Context: an optimization exercise on an open-source flow, tuned for small area, a short achievable clock period and few clock cycles per item. The choices shown serve that exercise and are no tape-out recipe. Only simulation tests tie the RTL to the original design; equivalence was not proved.

==> module bf16_rne, before the edit <==
module bf16_rne (
    input  wire        sign,
    input  wire [30:0] pre,
    input  wire        up,
    output wire [15:0] p1,
    output wire [15:0] w1,
    output wire        s_ovf,
    output wire        ovf
);
    wire        all1 = &pre[14:0];
    wire        all0 = ~|pre[14:0];
    wire        s15  = pre[15] ^ (up & all1);
    wire        c16  = up & all1 & pre[15];
    wire        s16  = pre[16] ^ c16;
    wire        z14  = up ? all1 : all0;            
    wire        upp  = s15 & (~z14 | s16);         
    wire [14:0] code;
    wire        c0;
    bka #(15) u_p1 (.a(pre[30:16]), .b(15'd0), .ci(c16 | upp), .s(code), .co(c0));
    assign ovf   = &code[14:7];
    assign p1    = {sign, code};
    assign s_ovf = (&pre[30:23]) | ((pre[30:23] == 8'hFE) & (&pre[22:0]) & up);
    wire [15:0] rm;
    wire        c1;
    bka #(16) u_neg (.a(pre[15:0] ^ {16{upp}}), .b(16'd0), .ci(up ^ upp), .s(rm), .co(c1));
    wire        rs = sign ^ upp;
    wire        ns = |pre[30:23];
    wire [7:0]  es = {pre[30:24], pre[23] | ~ns};
    wire [23:0] n;
    wire [4:0]  shl;
    lzshift #(24) u_norm (.t({8'd0, rm}), .lim(es - 8'd1), .y(n), .shl(shl));
    wire [7:0]  ed;
    wire        c2;
    rca #(8) u_er (.a(es), .b(~{3'd0, shl}), .ci(1'b1), .s(ed), .co(c2));
    wire [7:0]  er  = n[23] ? ed : 8'd0;
    wire        rup = n[15] & ((|n[14:0]) | n[16]);
    wire [14:0] wc;
    wire        c3;
    bka #(15) u_w1 (.a({er, n[22:16]}), .b(15'd0), .ci(rup), .s(wc), .co(c3));
    assign w1 = (rm == 16'd0) ? 16'h0000 : {rs, wc};
endmodule
export LEC_CHECK = 0
export ABC_AREA = 1
export CAP_MARGIN = 20
export CORE_MARGIN = 2
export CORE_UTILIZATION = 40
export SLEW_MARGIN = 20
create_clock -name core_clock -period 75.0 [get_ports {clk}]
standard.sh (not shown) runs the stock make flow with config.mk's settings and CLKGATE_MAP_FILE= SYNTH_SCRIPT=/design/flow/synth_recipe.tcl, a recipe that flattens the netlist after the stock synthesis.
==> flow/flow/run.sh <==
#!/bin/bash
# The standard layout (the standard.sh: ORFS synthesis to finish), with one
# change: the buffers that ORFS puts on every input and output port are
# sky130_fd_sc_hd__buf_2 cells instead of the resizer's default pick
# (clkdlybuf4s50_1, a slow delay buffer). Everything else, including the
# synthesis, floorplan, power grid, tap cells and clock tree, is standard.
set -euo pipefail
export BUFFER_PORTS_ARGS="-buffer_cell sky130_fd_sc_hd__buf_2"
bash standard.sh finish > flow_make.log 2>&1
Testbench counts at the start, summed over its fixed seeds: cycles 16,032, items 16,000.
Edit:
--- a/flow/design.v
+++ b/flow/design.v
@@ -165,5 +165,5 @@
     wire [14:0] code;
     wire        c0;
-    bka #(15) u_p1 (.a(pre[30:16]), .b(15'd0), .ci(c16 | upp), .s(code), .co(c0));
+    inc #(15) u_p1 (.a(pre[30:16]), .ci(c16 | upp), .s(code), .co(c0));
     assign ovf   = &code[14:7];
     assign p1    = {sign, code};
@@ -171,5 +171,5 @@
     wire [15:0] rm;
     wire        c1;
-    bka #(16) u_neg (.a(pre[15:0] ^ {16{upp}}), .b(16'd0), .ci(up ^ upp), .s(rm), .co(c1));
+    inc #(16) u_neg (.a(pre[15:0] ^ {16{upp}}), .ci(up ^ upp), .s(rm), .co(c1));
     wire        rs = sign ^ upp;
     wire        ns = |pre[30:23];
@@ -185,5 +185,5 @@
     wire [14:0] wc;
     wire        c3;
-    bka #(15) u_w1 (.a({er, n[22:16]}), .b(15'd0), .ci(rup), .s(wc), .co(c3));
+    inc #(15) u_w1 (.a({er, n[22:16]}), .ci(rup), .s(wc), .co(c3));
     assign w1 = (rm == 16'd0) ? 16'h0000 : {rs, wc};
 endmodule
Routed wire length decreases slightly.
Setup slack gets better by 0.076 ns.
Cell area stays flat.
Via count decreases slightly.
Final cell count decreases slightly.
Worst hold slack gets worse by 0.0079 ns.
Global-route usage decreases by 0.27 points.
Die area decreases slightly.
Testbench counts after the change, summed over its fixed seeds: cycles 16,032, items 16,000.

========
whey_update, a different RTL version from the one above (not shown whole).
Size: about 6,700 cells after synthesis, roughly 460 flip-flops, ~210 I/O pins.
==> flow/design.v (excerpt) <==
module whey_update (
    input  wire        clk,
    input  wire        rst,           
    input  wire        in_valid,
    output wire        in_ready,
    input  wire [63:0] in_delta,      
    input  wire [31:0] in_p,          
    input  wire [31:0] in_w,          
    output wire        out_valid,
    input  wire        out_ready,
    output wire [31:0] out_p,
    output wire [31:0] out_w,
    output wire [7:0]  out_flags      
);
Settings: LEC_CHECK=0, ABC_AREA=1, CAP_MARGIN=20, CORE_MARGIN=2, CORE_UTILIZATION=40, SLEW_MARGIN=20; clock period 75.0 ns.
Scripts as last shown in full above: flow/flow/run.sh
Testbench counts at the start, summed over its fixed seeds: cycles 16,032, items 16,000.
Edit:
--- a/flow/design.v
+++ b/flow/design.v
@@ -166,15 +166,15 @@
     wire        z14  = up ? all1 : all0;            
     wire        upp  = s15 & (~z14 | s16);         
     wire [14:0] code;
     wire        c0;
-    bka #(15) u_p1 (.a(pre[30:16]), .b(15'd0), .ci(c16 | upp), .s(code), .co(c0));
+    inc #(15) u_p1 (.a(pre[30:16]), .ci(c16 | upp), .s(code), .co(c0));
     assign ovf   = &code[14:7];
     assign p1    = {sign, code};
     assign s_ovf = (&pre[30:23]) | ((pre[30:23] == 8'hFE) & (&pre[22:0]) & up);
     wire [15:0] rm;
     wire        c1;
-    bka #(16) u_neg (.a(pre[15:0] ^ {16{upp}}), .b(16'd0), .ci(up ^ upp), .s(rm), .co(c1));
+    inc #(16) u_neg (.a(pre[15:0] ^ {16{upp}}), .ci(up ^ upp), .s(rm), .co(c1));
     wire        rs = sign ^ upp;
     wire        ns = |pre[30:23];
     wire [7:0]  es = {pre[30:24], pre[23] | ~ns};
     wire [23:0] n;
@@ -186,9 +186,9 @@
     wire [7:0]  er  = n[23] ? ed : 8'd0;
     wire        rup = n[15] & ((|n[14:0]) | n[16]);
     wire [14:0] wc;
     wire        c3;
-    bka #(15) u_w1 (.a({er, n[22:16]}), .b(15'd0), .ci(rup), .s(wc), .co(c3));
+    inc #(15) u_w1 (.a({er, n[22:16]}), .ci(rup), .s(wc), .co(c3));
     assign w1 = (rm == 16'd0) ? 16'h0000 : {rs, wc};
 endmodule
 module whey_lane_a (
     input  wire [31:0] delta,
The new run produced a clean layout.
Routed wire length goes up slightly.
Cell area goes down slightly.
Non-clock buffer count goes down by 1.
Hold slack is about the same.
Global-route usage goes up by 0.66 points.
Core utilization stays flat.
Register-to-register slack gets worse by 0.20 ns.
Synthesized cell count goes down by a few percent.
Setup slack gets worse by 0.043 ns.
Maximum frequency barely changes.
Die area goes down slightly.
Clock skew goes down by 0.042 ns.
Testbench counts after the change, summed over its fixed seeds: cycles 16,032, items 16,000.

==> what the ideal ports hide <==
The results above use ideal ports. As a check the final layouts listed here were re-extracted and re-timed, cells and wires unchanged. Step 1 sets driving cells, clkbuf_16 on the clock port and buf_2 on the other inputs (assumed; they add their load-dependent delay and slew). Step 2 moves the port delays by t, midway between the first and last clock arrival at a register: inputs arrive t later, outputs are due t later. That takes back most of the time a late clock gives input paths. a / b / c = ideal / step 1 / step 2; a / b = the first two.
run | t (ns) | slack for setup (ns) | slew at the worst register clock pin (ns) | pins driven straight from the clock port
the first run of note 1 | 0.720 | 58.703 / 58.690 / 58.660 | 0.07 / 0.07 | 1
the second run of note 1 | 0.717 | 58.779 / 58.704 / 58.707 | 0.07 / 0.07 | 1
the first run of note 2 | 0.732 | 58.781 / 58.711 / 58.391 | 0.08 / 0.08 | 1
the second run of note 2 | 0.720 | 58.738 / 58.663 / 58.682 | 0.07 / 0.07 | 1
After both steps setup and hold are still met in every run listed. The setup slack of the first run of note 2, which loses most, moves by -0.070 ns with the drivers and by -0.390 ns with both steps.
